Background: an optimization exercise with open tools, aiming at small area, a short achievable clock period and few clock cycles per item. Do not read the settings as production practice. Where RTL was checked, it was by simulation tests only, not by an equivalence proof against the original. Power is estimated from default activity; no workload was simulated.

==> inputs of violet <==
==> flow/design.v (excerpt) <==
module apg_addr (
    input  wire        clk,
    input  wire        rst,
    input  wire        cmd_valid,
    output wire        cmd_ready,
    input  wire [1:0]  cmd_type,
    input  wire [47:0] cmd_data,
    output reg         res_valid,
    output reg         res_fault,
    output wire [1:0]  res_stat,
    output wire [31:0] res_xc,
    output wire [31:0] res_yc,
    output wire [31:0] res_xb,
    output wire [31:0] res_yb,
    output wire [31:0] res_xi,
    output wire [31:0] res_yi
);
Settings: LEC_CHECK=0, ABC_AREA=1, CAP_MARGIN=20, CORE_MARGIN=2, CORE_UTILIZATION=60, SLEW_MARGIN=20; clock period 150.0 ns.
run.sh (not shown) runs the stock make flow with config.mk's settings and CLKGATE_MAP_FILE= SYNTH_SCRIPT=/design/flow/synth_recipe.tcl, a recipe that flattens the netlist after the stock synthesis.
==> fjord (differences from violet) <==
==> flow/design.v (replaced) <==
module apg_add35 (
    input  wire [34:0] a,
    input  wire [34:0] b,
    input  wire        cin,
    input  wire        kill,
    output wire [34:0] s
);
    wire [35:0] c;
    assign c[0] = cin;
    genvar k;
    generate
        for (k = 0; k < 35; k = k + 1) begin : g
            wire ck = c[k] & ~kill;
            assign s[k]   = a[k] ^ b[k] ^ ck;
            assign c[k+1] = (a[k] & b[k]) | (a[k] & ck) | (b[k] & ck);
        end
    endgenerate
endmodule
module apg_cmp32 (
    input  wire [31:0] a,
    input  wire [31:0] b,
    input  wire        cin,
    output wire        co
);
    wire [32:0] c;
    assign c[0] = cin;
    genvar k;
    generate
        for (k = 0; k < 32; k = k + 1) begin : g
            assign c[k+1] = (a[k] & b[k]) | (a[k] & c[k]) | (b[k] & c[k]);
        end
    endgenerate
    assign co = c[32];
endmodule
module apg_unit (
    input  wire        clk,
    input  wire        rst,
    input  wire        x_c,       
    input  wire        x_ext,
    input  wire        x_i,       
    input  wire        x_nmx,     
    input  wire        x_and,     
    input  wire        y_f,       
    input  wire        y_w,       
    input  wire        y_i,       
    input  wire        y_b,       
    input  wire        y_o,       
    input  wire        y_d,       
    input  wire        y_nmn,     
    input  wire        y_sx,      
    input  wire        y_inv,     
    input  wire        cin,
    input  wire        kill,      
    input  wire [15:0] fld,
    input  wire [31:0] wdata,
    input  wire [31:0] other_c,
    input  wire [33:0] dq,
    input  wire        c_we,      
    input  wire        ext_we,    
    input  wire        b_we,
    input  wire        i_we,
    input  wire        min_we,    
    input  wire        max_we,    
    output reg  [31:0] c,
    output reg  [31:0] b,
    output reg  [31:0] i,
    output wire [34:0] sum,
    output wire        ge,        
    output wire        le,        
    output wire        inr        
);
    reg [31:0] nmn, nmx;
    reg [1:0]  ext;
    reg        gef, lef;
    wire [34:0] xv = ({35{x_c}} & {{x_ext & ext[1]}, {2{x_ext}} & ext, c}) |
                     ({35{x_i}} & {3'b000, i}) |
                     ({35{x_nmx}} & {3'b000, nmx}) |
                     ({35{x_and}} & {3'b000, c & ~dq[31:0]});
    wire [31:0] fext = {{16{fld[15]}}, fld};
    wire [31:0] y32  = ({32{y_f}} & fext) | ({32{y_w}} & wdata) |
                       ({32{y_i}} & i) | ({32{y_b}} & b) | ({32{y_o}} & other_c) |
                       ({32{y_d}} & dq[31:0]) | ({32{y_nmn}} & nmn);
    wire        sx   = y_sx & y32[31];
    wire [34:0] yraw = {sx | y_d, sx | (y_d & dq[33]), sx | (y_d & dq[32]), y32};
    wire [34:0] yv   = yraw ^ {35{y_inv}};
    apg_add35 u_add (.a(xv), .b(yv), .cin(cin), .kill(kill), .s(sum));
    wire gt;
    apg_cmp32 u_ge (.a(sum[31:0]), .b(nmn), .cin(1'b1), .co(ge));
    apg_cmp32 u_gt (.a(sum[31:0]), .b(nmx), .cin(1'b0), .co(gt));
    assign le  = ~gt;
    assign inr = gef & lef;
    always @(posedge clk) begin
        if (rst) begin
            c <= 32'h0; b <= 32'h0; i <= 32'h0;
            nmn <= 32'hFFFF_FFFF; nmx <= 32'h0;
            gef <= 1'b1; lef <= 1'b1;
        end else begin
            if (c_we) begin
                c   <= sum[31:0];
                gef <= ge;
                lef <= le;
            end
            if (b_we) b <= sum[31:0];
            if (i_we) i <= sum[31:0];
            if (min_we) begin
                nmn <= ~wdata;
                gef <= ~sum[34];
            end
            if (max_we) begin
                nmx <= ~wdata;
                lef <= sum[34];
            end
        end
        if (ext_we) ext <= sum[33:32];
    end
endmodule
module apg_addr (
    input  wire        clk,
    input  wire        rst,
    input  wire        cmd_valid,
    output wire        cmd_ready,
    input  wire [1:0]  cmd_type,
    input  wire [47:0] cmd_data,
    output reg         res_valid,
    output reg         res_fault,
    output wire [1:0]  res_stat,
    output wire [31:0] res_xc,
    output wire [31:0] res_yc,
    output wire [31:0] res_xb,
    output wire [31:0] res_yb,
    output wire [31:0] res_xi,
    output wire [31:0] res_yi
);
    reg        ev;
    reg [1:0]  et;
    reg [47:0] ed;
    reg        rdy;
    reg        busy;
    assign cmd_ready = rdy;
    reg [1:0]  pe;       
    reg [1:0]  pdir;     
    reg        pc;       
    reg        ct;       
    reg        cdir;     
    reg        cw;       
    reg [2:0]  es;       
    reg [33:0] dq;       
    reg        xr, yr;   
    wire act   = ev & ~busy;
    wire isvec = act & (et == 2'd0);
    wire iswr  = act & (et == 2'd1);
    wire isst  = act & (et == 2'd2);
    wire [7:0]  off = ed[39:32];
    wire wr_stat = iswr & (off == 8'h04);
    wire [1:0] wr_c   = {iswr & (off == 8'h30), iswr & (off == 8'h10)};
    wire [1:0] wr_b   = {iswr & (off == 8'h34), iswr & (off == 8'h14)};
    wire [1:0] wr_min = {iswr & (off == 8'h38), iswr & (off == 8'h18)};
    wire [1:0] wr_max = {iswr & (off == 8'h3C), iswr & (off == 8'h1C)};
    wire [1:0] wr_i   = {iswr & (off == 8'h40), iswr & (off == 8'h20)};
    wire [23:0] op [0:1];
    assign op[0] = ed[47:24];
    assign op[1] = ed[23:0];
    wire [1:0] ill, cry, wrp;
    wire [1:0] o_inc, o_dec, o_add, o_sub, o_load, o_swap, o_xor, o_ldi, o_addi, o_save;
    wire [1:0] s0, s1, s2, s3;
    genvar u;
    generate
        for (u = 0; u < 2; u = u + 1) begin : dec
            wire [3:0] code = op[u][23:20];
            wire [1:0] src  = op[u][19:18];
            assign wrp[u] = op[u][17];
            assign cry[u] = op[u][16];
            assign o_inc[u]  = code == 4'h1;
            assign o_dec[u]  = code == 4'h2;
            assign o_add[u]  = code == 4'h3;
            assign o_sub[u]  = code == 4'h4;
            assign o_load[u] = code == 4'h5;
            assign o_swap[u] = code == 4'h6;
            assign o_xor[u]  = code == 4'h7;
            assign o_ldi[u]  = code == 4'h8;
            assign o_addi[u] = code == 4'h9;
            assign o_save[u] = code == 4'hA;
            wire noopnd = (code == 4'h0) | o_inc[u] | o_dec[u] | o_swap[u] | o_save[u];
            assign ill[u] = (code > 4'hA) | (noopnd & ((src != 2'b00) | (op[u][15:0] != 16'h0)));
            assign s0[u] = src == 2'd0;
            assign s1[u] = src == 2'd1;
            assign s2[u] = src == 2'd2;
            assign s3[u] = src == 2'd3;
        end
    endgenerate
    wire fault = ill[0] | ill[1] | (cry[0] & cry[1]);
    wire xv    = isvec & ~fault;           
    wire        fix   = busy & (pe[0] | pe[1]);
    wire        wu    = ~pe[0];            
    wire        fdir  = wu ? pdir[1] : pdir[0];
    wire        carry = busy & ~pe[0] & ~pe[1] & pc;
    wire        f_set = fix & (es == 3'd0);
    wire        f_it  = fix & (es == 3'd1 || es == 3'd2 || es == 3'd3);
    wire        f_p1  = fix & (es == 3'd4);
    wire        f_p2  = fix & (es == 3'd5);
    wire        pow2  = ~|(~dq[33:1] & dq[32:0]);
    wire [34:0] sum [0:1];
    wire [1:0]  ge, le, inr;
    wire [31:0] cq [0:1];
    wire [31:0] bq [0:1];
    wire [31:0] iq [0:1];
    wire [1:0] uses_opnd = o_add | o_sub | o_load | o_xor | o_ldi | o_addi;
    wire [1:0] step      = o_inc | o_dec | o_add | o_sub;
    wire [1:0] ge35, le35, inwin;
    wire [1:0] need, up, cy_up, cy_dn, acc;
    generate
        for (u = 0; u < 2; u = u + 1) begin : un
            wire on_set   = f_set & (wu == u);
            wire on_it    = f_it & (wu == u);
            wire on_p1    = f_p1 & (wu == u);
            wire on_p2    = f_p2 & (wu == u);
            wire on_cy    = carry & (ct == u);
            wire x_c   = xv & (step[u] | o_xor[u] | o_save[u]) | wr_min[u] | wr_max[u] |
                         on_it | on_p1 | on_cy;
            wire x_ext = on_it | on_p1;
            wire x_i   = xv & o_addi[u];
            wire x_nmx = on_set;
            wire x_and = on_p2;
            wire y_f   = xv & uses_opnd[u] & s0[u];
            wire y_i   = xv & uses_opnd[u] & s1[u];
            wire y_b   = xv & uses_opnd[u] & s2[u] | isst;
            wire y_o   = xv & (uses_opnd[u] & s3[u] | o_swap[u]);
            wire y_w   = wr_c[u] | wr_b[u] | wr_i[u] | wr_min[u] | wr_max[u];
            wire y_d   = on_it;
            wire y_nmn = on_set | on_p1 | on_p2;
            wire y_sx  = xv & (o_add[u] | o_sub[u]);
            wire y_inv = xv & (o_dec[u] | o_sub[u]) | wr_min[u] | wr_max[u] | on_set |
                         (on_it & ~fdir) | on_p2 | (on_cy & ~cdir);
            wire cin   = xv & (o_inc[u] | o_sub[u]) | wr_min[u] | on_p1 |
                         (on_it & ~fdir) | (on_cy & cdir);
            wire kill  = xv & o_xor[u];
            assign acc[u] = dq[33] & (fdir ? ge35[u] : le35[u]);
            wire c_we  = xv & (step[u] | o_load[u] | o_swap[u] | o_xor[u]) | wr_c[u] | isst |
                         (on_it & acc[u]) | on_p1 | on_p2 | on_cy;
            wire ext_we = xv | on_cy | (on_it & acc[u]);
            apg_unit u_unit (
                .clk(clk), .rst(rst),
                .x_c(x_c), .x_ext(x_ext), .x_i(x_i), .x_nmx(x_nmx), .x_and(x_and),
                .y_f(y_f), .y_w(y_w), .y_i(y_i), .y_b(y_b), .y_o(y_o), .y_d(y_d), .y_nmn(y_nmn),
                .y_sx(y_sx), .y_inv(y_inv), .cin(cin), .kill(kill),
                .fld(op[u][15:0]), .wdata(ed[31:0]), .other_c(cq[1-u]), .dq(dq),
                .c_we(c_we), .ext_we(ext_we), .b_we(xv & o_save[u] | wr_b[u]),
                .i_we(xv & (o_ldi[u] | o_addi[u]) | wr_i[u]),
                .min_we(wr_min[u]), .max_we(wr_max[u]),
                .c(cq[u]), .b(bq[u]), .i(iq[u]),
                .sum(sum[u]), .ge(ge[u]), .le(le[u]), .inr(inr[u])
            );
            wire [34:0] s = sum[u];
            assign ge35[u]  = ~s[34] & (s[33] | s[32] | ge[u]);
            assign le35[u]  = s[34] | (~s[33] & ~s[32] & le[u]);
            assign inwin[u] = ~s[34] & ~s[33] & ~s[32] & ge[u] & le[u];
            wire wm = (on_cy ? cw : wrp[u]) & inr[u];
            assign need[u] = wm & ~inwin[u];
            assign up[u]   = ~s[34] & (s[33] | s[32] | ~le[u]);
            assign cy_up[u] = cry[u] & step[u] & (wm ? need[u] & up[u] : ~s[34] & (s[33] | s[32]));
            assign cy_dn[u] = cry[u] & step[u] & (wm ? need[u] & ~up[u] : s[34]);
        end
    endgenerate
    wire [1:0] v_need = {xv & step[1] & need[1], xv & step[0] & need[0]};
    wire [1:0] v_rerr = {xv & step[1] & wrp[1] & ~inr[1], xv & step[0] & wrp[0] & ~inr[0]};
    wire       v_cy   = xv & (cy_up[0] | cy_dn[0] | cy_up[1] | cy_dn[1]);
    wire       v_more = v_need[0] | v_need[1] | v_cy;
    wire        it_acc   = wu ? acc[1] : acc[0];
    wire        it_done  = it_acc & (wu ? inwin[1] : inwin[0]);
    wire        fix_done = (f_it & it_done) | f_p2;
    wire        cy_need  = carry & (ct ? need[1] : need[0]);
    wire        cy_rerr  = carry & cw & ~(ct ? inr[1] : inr[0]);
    wire [1:0]  pe_b = {pe[1] & ~(fix & wu & fix_done), pe[0] & ~(fix & ~wu & fix_done)} |
                       {cy_need & ct, cy_need & ~ct};
    wire        pc_b = pc & ~carry;
    wire        b_more = pe_b[0] | pe_b[1] | pc_b;
    always @(posedge clk) begin
        if (rst) begin
            ev <= 1'b0;
            rdy <= 1'b1;
            busy <= 1'b0;
            res_valid <= 1'b0;
            res_fault <= 1'b0;
            xr <= 1'b0;
            yr <= 1'b0;
            es <= 3'd0;
        end else begin
            if (rdy) begin
                ev <= cmd_valid;
                et <= cmd_type;
                ed <= cmd_data;
            end
            res_valid <= 1'b0;
            if (!busy) begin
                if (act) begin
                    res_fault <= isvec & fault;
                    if (v_more) begin
                        busy <= 1'b1;
                        rdy  <= 1'b0;
                    end else begin
                        res_valid <= 1'b1;
                    end
                end
                pe   <= v_need;
                pdir <= up;
                pc   <= v_cy;
                ct   <= cy_up[0] | cy_dn[0];
                cdir <= cy_up[0] | cy_up[1];
                cw   <= (cy_up[0] | cy_dn[0]) ? wrp[1] : wrp[0];
                if (v_rerr[0] | wr_stat & ed[0]) xr <= v_rerr[0];
                if (v_rerr[1] | wr_stat & ed[1]) yr <= v_rerr[1];
            end else begin
                pe <= pe_b;
                if (cy_need) begin
                    if (ct) pdir[1] <= cdir;
                    else    pdir[0] <= cdir;
                end
                pc <= pc_b;
                if (cy_rerr & ~ct) xr <= 1'b1;
                if (cy_rerr &  ct) yr <= 1'b1;
                if (f_set) es <= 3'd1;
                else if (f_it) begin
                    if (it_done) es <= 3'd0;
                    else if (es == 3'd1 && pow2) es <= 3'd4;
                    else if (es != 3'd3 && !it_acc) es <= 3'd3;
                    else if (es == 3'd1) es <= 3'd2;
                end
                else if (f_p1) es <= 3'd5;
                else if (f_p2) es <= 3'd0;
                if (!b_more) begin
                    busy <= 1'b0;
                    rdy <= 1'b1;
                    res_valid <= 1'b1;
                end
            end
        end
        if (f_set)
            dq <= wu ? sum[1][33:0] : sum[0][33:0];
        else if ((es == 3'd1 || es == 3'd2) && it_acc && !it_done)
            dq <= {dq[32:0], 1'b0};
        else
            dq <= {1'b1, dq[33:1]};
    end
    assign res_stat = {yr, xr};
    assign res_xc = cq[0];
    assign res_yc = cq[1];
    assign res_xb = bq[0];
    assign res_yb = bq[1];
    assign res_xi = iq[0];
    assign res_yi = iq[1];
endmodule
==> notes <==
In sequential power, violet and fjord hardly differ. Against fjord, the register-to-register slack of violet is lower by 0.23 ns. Against violet, the die area of fjord is higher by about 0.56%. In violet the first-iteration DRC count is lower than in fjord, by about 26%. Against violet, the non-clock buffer count of fjord is higher by 3. In cell area, violet and fjord hardly differ. Against fjord, the sequential share of layout area of violet is higher by 0.17 points. Between fjord and violet, the lower clock skew is in violet (gap 0.0065 ns). In fjord the power is lower than in violet, by 0.24%.
Testbench counts of fjord, summed over its fixed seeds: cycles 37,813, items 32,000.
No functional check of the RTL was part of violet.

---

==> inputs of ember <==
Another version of the RTL of apg_addr (not shown whole).
==> flow/design.v (excerpt) <==
module apg_addr (
    input  wire        clk,
    input  wire        rst,
    input  wire        cmd_valid,
    output wire        cmd_ready,
    input  wire [1:0]  cmd_type,
    input  wire [47:0] cmd_data,
    output reg         res_valid,
    output reg         res_fault,
    output wire [1:0]  res_stat,
    output wire [31:0] res_xc,
    output wire [31:0] res_yc,
    output wire [31:0] res_xb,
    output wire [31:0] res_yb,
    output wire [31:0] res_xi,
    output wire [31:0] res_yi
);
clock: 150.0 ns
lec_check: 0
abc_area: 1
cap_margin: 20
core_margin: 2
core_utilization: 50
cts_cluster_diameter: 100
cts_cluster_size: 25
slew_margin: 20
==> inputs of xenon, as changes to ember <==
--- a/flow/design.v
+++ b/flow/design.v
@@ -188,22 +188,18 @@
             assign s2[u] = src == 2'd2;
             assign s3[u] = src == 2'd3;
         end
     endgenerate
     wire fault = ill[0] | ill[1] | (cry[0] & cry[1]);
     wire xv    = isvec & ~fault;           
-    reg         wu_r;
     wire        fix   = busy & (pe[0] | pe[1]);
-    wire        wu    = (es == 3'd0) ? ~pe[0] : wu_r;    
+    wire        wu    = ~pe[0];            
     wire        fdir  = wu ? pdir[1] : pdir[0];
-    wire        carry = busy & pc & ~(ct ? pe[1] : pe[0]);
-    reg         dmv, dmu;
-    wire        skip  = (es == 3'd0) & dmv & (dmu == wu);
-    wire        first = (es == 3'd1) | skip;
-    wire        f_set = fix & (es == 3'd0) & ~skip;
-    wire        f_it  = fix & (first || es == 3'd2 || es == 3'd3);
+    wire        carry = busy & ~pe[0] & ~pe[1] & pc;
+    wire        f_set = fix & (es == 3'd0);
+    wire        f_it  = fix & (es == 3'd1 || es == 3'd2 || es == 3'd3);
     wire        f_p1  = fix & (es == 3'd4);
     wire        f_p2  = fix & (es == 3'd5);
     wire        pow2  = ~|(~dq[33:1] & dq[32:0]);
     wire [34:0] sum [0:1];
     wire [1:0]  ge, le, inr;
     wire [31:0] cq [0:1];
@@ -314,19 +310,18 @@
                 pe <= pe_b;
                 if (cy_need) begin
                     if (ct) pdir[1] <= cdir;
                     else    pdir[0] <= cdir;
                 end
                 pc <= pc_b;
-                if (es == 3'd0) wu_r <= wu;
                 if (f_set) es <= 3'd1;
                 else if (f_it) begin
                     if (it_done) es <= 3'd0;
-                    else if (first && pow2) es <= 3'd4;
-                    else if (es != 3'd3 && (!it_acc || !dq[32])) es <= 3'd3;
-                    else if (first) es <= 3'd2;
+                    else if (es == 3'd1 && pow2) es <= 3'd4;
+                    else if (es != 3'd3 && !it_acc) es <= 3'd3;
+                    else if (es == 3'd1) es <= 3'd2;
                 end
                 else if (f_p1) es <= 3'd5;
                 else if (f_p2) es <= 3'd0;
                 if (!b_more) begin
                     busy <= 1'b0;
                     rdy <= 1'b1;
@@ -343,25 +338,16 @@
         end else begin
             if (cy_rerr & ~ct) xr <= 1'b1;
             if (cy_rerr &  ct) yr <= 1'b1;
         end
         if (f_set)
             dq <= wu ? sum[1][33:0] : sum[0][33:0];
-        else if (f_it && (first || es == 3'd2) && it_acc && !it_done) begin
-            if (dq[32] && !(first && pow2))
-                dq <= {dq[31:0], 2'b00};
-        end
-        else if (f_it && !(first && it_done))
+        else if ((es == 3'd1 || es == 3'd2) && it_acc && !it_done)
+            dq <= {dq[32:0], 1'b0};
+        else
             dq <= {1'b1, dq[33:1]};
-        if (rst || wr_min[dmu] || wr_max[dmu])
-            dmv <= 1'b0;
-        else if (f_set || f_p1)
-            dmv <= 1'b1;
-        else if (f_it && !(first && it_done))
-            dmv <= 1'b0;
-        if (f_set) dmu <= wu;
     end
     assign res_stat = {yr, xr};
     assign res_xc = cq[0];
     assign res_yc = cq[1];
     assign res_xb = bq[0];
     assign res_yb = bq[1];
==> flow/flow/run.sh (new file) <==
#!/bin/bash
# Layout flow: the standard layout, with the ports buffered by the
# smallest buffer (sky130_fd_sc_hd__buf_1) instead of the one buffer_ports
# picks by default.  Each tool's output goes to its own log here and under
# orfs/logs.
set -euo pipefail
export BUFFER_PORTS_ARGS="-buffer_cell sky130_fd_sc_hd__buf_1"
bash standard.sh > standard_make.log 2>&1
==> flow/standard.sh (new file) <==
#!/bin/bash
# synth_recipe.tcl (not shown) runs the flow's synth.tcl, then flattens the netlist and writes it again
# the make line also repeats each setting of config.mk as NAME=value (left out here)
make -C /OpenROAD-flow-scripts/flow DESIGN_CONFIG=/design/flow/config.mk WORK_HOME=/design/flow/orfs CLKGATE_MAP_FILE= SYNTH_SCRIPT=/design/flow/synth_recipe.tcl "${@:-finish}"
==> flow/config.mk (replaced) <==
export PLATFORM = sky130hd
export DESIGN_NAME = apg_addr
export DESIGN_NICKNAME = apg_addr
export VERILOG_FILES = /design/flow/design.v
export SDC_FILE = /design/flow/constraint.sdc
export NUM_CORES = 8
export LEC_CHECK = 0
export ABC_AREA = 1
export CAP_MARGIN = 20
export CORE_MARGIN = 2
export CORE_UTILIZATION = 60
export SLEW_MARGIN = 20
removed: flow/run.sh
==> inputs of pepper, as changes to ember <==
--- a/flow/design.v
+++ b/flow/design.v
@@ -188,22 +188,18 @@
             assign s2[u] = src == 2'd2;
             assign s3[u] = src == 2'd3;
         end
     endgenerate
     wire fault = ill[0] | ill[1] | (cry[0] & cry[1]);
     wire xv    = isvec & ~fault;           
-    reg         wu_r;
     wire        fix   = busy & (pe[0] | pe[1]);
-    wire        wu    = (es == 3'd0) ? ~pe[0] : wu_r;    
+    wire        wu    = ~pe[0];            
     wire        fdir  = wu ? pdir[1] : pdir[0];
-    wire        carry = busy & pc & ~(ct ? pe[1] : pe[0]);
-    reg         dmv, dmu;
-    wire        skip  = (es == 3'd0) & dmv & (dmu == wu);
-    wire        first = (es == 3'd1) | skip;
-    wire        f_set = fix & (es == 3'd0) & ~skip;
-    wire        f_it  = fix & (first || es == 3'd2 || es == 3'd3);
+    wire        carry = busy & ~pe[0] & ~pe[1] & pc;
+    wire        f_set = fix & (es == 3'd0);
+    wire        f_it  = fix & (es == 3'd1 || es == 3'd2 || es == 3'd3);
     wire        f_p1  = fix & (es == 3'd4);
     wire        f_p2  = fix & (es == 3'd5);
     wire        pow2  = ~|(~dq[33:1] & dq[32:0]);
     wire [34:0] sum [0:1];
     wire [1:0]  ge, le, inr;
     wire [31:0] cq [0:1];
@@ -314,19 +310,18 @@
                 pe <= pe_b;
                 if (cy_need) begin
                     if (ct) pdir[1] <= cdir;
                     else    pdir[0] <= cdir;
                 end
                 pc <= pc_b;
-                if (es == 3'd0) wu_r <= wu;
                 if (f_set) es <= 3'd1;
                 else if (f_it) begin
                     if (it_done) es <= 3'd0;
-                    else if (first && pow2) es <= 3'd4;
-                    else if (es != 3'd3 && (!it_acc || !dq[32])) es <= 3'd3;
-                    else if (first) es <= 3'd2;
+                    else if (es == 3'd1 && pow2) es <= 3'd4;
+                    else if (es != 3'd3 && !it_acc) es <= 3'd3;
+                    else if (es == 3'd1) es <= 3'd2;
                 end
                 else if (f_p1) es <= 3'd5;
                 else if (f_p2) es <= 3'd0;
                 if (!b_more) begin
                     busy <= 1'b0;
                     rdy <= 1'b1;
@@ -343,25 +338,16 @@
         end else begin
             if (cy_rerr & ~ct) xr <= 1'b1;
             if (cy_rerr &  ct) yr <= 1'b1;
         end
         if (f_set)
             dq <= wu ? sum[1][33:0] : sum[0][33:0];
-        else if (f_it && (first || es == 3'd2) && it_acc && !it_done) begin
-            if (dq[32] && !(first && pow2))
-                dq <= {dq[31:0], 2'b00};
-        end
-        else if (f_it && !(first && it_done))
+        else if ((es == 3'd1 || es == 3'd2) && it_acc && !it_done)
+            dq <= {dq[32:0], 1'b0};
+        else
             dq <= {1'b1, dq[33:1]};
-        if (rst || wr_min[dmu] || wr_max[dmu])
-            dmv <= 1'b0;
-        else if (f_set || f_p1)
-            dmv <= 1'b1;
-        else if (f_it && !(first && it_done))
-            dmv <= 1'b0;
-        if (f_set) dmu <= wu;
     end
     assign res_stat = {yr, xr};
     assign res_xc = cq[0];
     assign res_yc = cq[1];
     assign res_xb = bq[0];
     assign res_yb = bq[1];
==> flow/config.mk (replaced) <==
export PLATFORM = sky130hd
export DESIGN_NAME = apg_addr
export DESIGN_NICKNAME = apg_addr
export VERILOG_FILES = /design/flow/design.v
export SDC_FILE = /design/flow/constraint.sdc
export NUM_CORES = 8
export LEC_CHECK = 0
export ABC_AREA = 1
export CAP_MARGIN = 20
export CORE_MARGIN = 2
export CORE_UTILIZATION = 60
export SLEW_MARGIN = 20
==> results.py <==
metrics = {
    "run_status": {
        "status": "timing/DRC/antenna clean",
    },
    "yosys": {
        "synth_xor_area_share_pct": 2.64,
        "synth-compound-area-share_pct": 21.8,
    },
    "finish": {
        "layout_commonest_cell": "nand2_1",
        "n_antenna_cell": 2,
        "inverters": 458,
        "seq_cells": 431,
    },
    "setup_path": {
        "cp-start-kind": "flip-flop",
        "slowest_delay_ns": 0.54,
        "crit_type": "reg -> out",
    },
    "drt": {
        "via_per_inst": 6.66,
        "wire_per_inst_um": 26.4,
    },
    "power": {
        "power_frac_seq_pct": 50.0,
        "pg_seq_mw": 0.134,
    },
    "grt": {
        "grt_max_degree": 72,
    },
    "sta": {
        "layout_setup_ws_ns": 118.63,
        "skew_ns": 0.0265,
    },
    "placed_design": {
        "post-place-ws_ns": 118.22,
    },
    "die": {
        "start_util_pct": 60.8,
    },
}
-- figures above: xenon

==> results.py <==
metrics = {
    "run_status": {
        "status": "timing/DRC/antenna clean",
    },
    "finish": {
        "n_antenna_cell": 2,
        "inverters": 458,
    },
    "placed_design": {
        "post-place-ws_ns": 117.75,
    },
    "drt": {
        "wire_per_inst_um": 26.4,
    },
    "setup_path": {
        "crit_type": "reg -> out",
    },
    "power": {
        "pg_seq_mw": 0.134,
    },
    "sta": {
        "layout_setup_ws_ns": 118.30,
        "skew_ns": 0.0298,
    },
    "grt": {
        "grt_max_degree": 71,
    },
}
-- figures above: pepper

==> results.py <==
metrics = {
    "drt": {
        "via_per_inst": 6.47,
        "wire_per_inst_um": 28.0,
    },
    "yosys": {
        "synth_xor_area_share_pct": 2.57,
    },
    "power": {
        "power_frac_seq_pct": 61.1,
        "pg_seq_mw": 0.136,
    },
    "placed_design": {
        "post-place-ws_ns": 117.57,
    },
    "run_status": {
        "status": "timing/DRC/antenna clean",
    },
    "sta": {
        "skew_ns": 0.0294,
    },
    "finish": {
        "inverters": 460,
        "seq_cells": 434,
        "layout_commonest_cell": "inv_1",
    },
    "setup_path": {
        "slowest_delay_ns": 0.73,
        "crit_type": "in -> reg",
    },
    "die": {
        "start_util_pct": 50.5,
    },
}
-- figures above: ember

Testbench counts of ember, summed over its fixed seeds: cycles 36,730, items 32,000.
No functional check of the RTL was part of xenon and pepper.

what the ideal ports hide:
No port has a modelled driver above. Below, the same layouts with a new extraction and two added sets of constraints. Step 1 assumes that a clkbuf_16 drives the clock port and a buf_2 every other input. Step 2, shift: input delay + t, output delay - t, t = (earliest + latest rising clock arrival at the registers) / 2. This alone moves slack from input paths to output paths. a / b / c = ideal ports / drivers / drivers and shift; a / b = the first two.
run | t, ns | slack for setup (ns) | slew at the worst register clock pin (ns)
violet | 0.662 | 117.948 / 117.991 / 117.329 | 0.06 / 0.06
fjord | 0.675 | 117.973 / 117.917 / 117.336 | 0.07 / 0.07
ember | 0.646 | 118.216 / 118.218 / 117.604 | 0.11 / 0.11
xenon | 0.659 | 118.628 / 118.568 / 118.223 | 0.07 / 0.07
pepper | 0.656 | 118.297 / 118.234 / 117.753 | 0.07 / 0.07
After both steps every run listed still meets setup and hold. The setup slack of fjord, which loses most, moves by -0.056 ns with the drivers and by -0.637 ns with both steps.
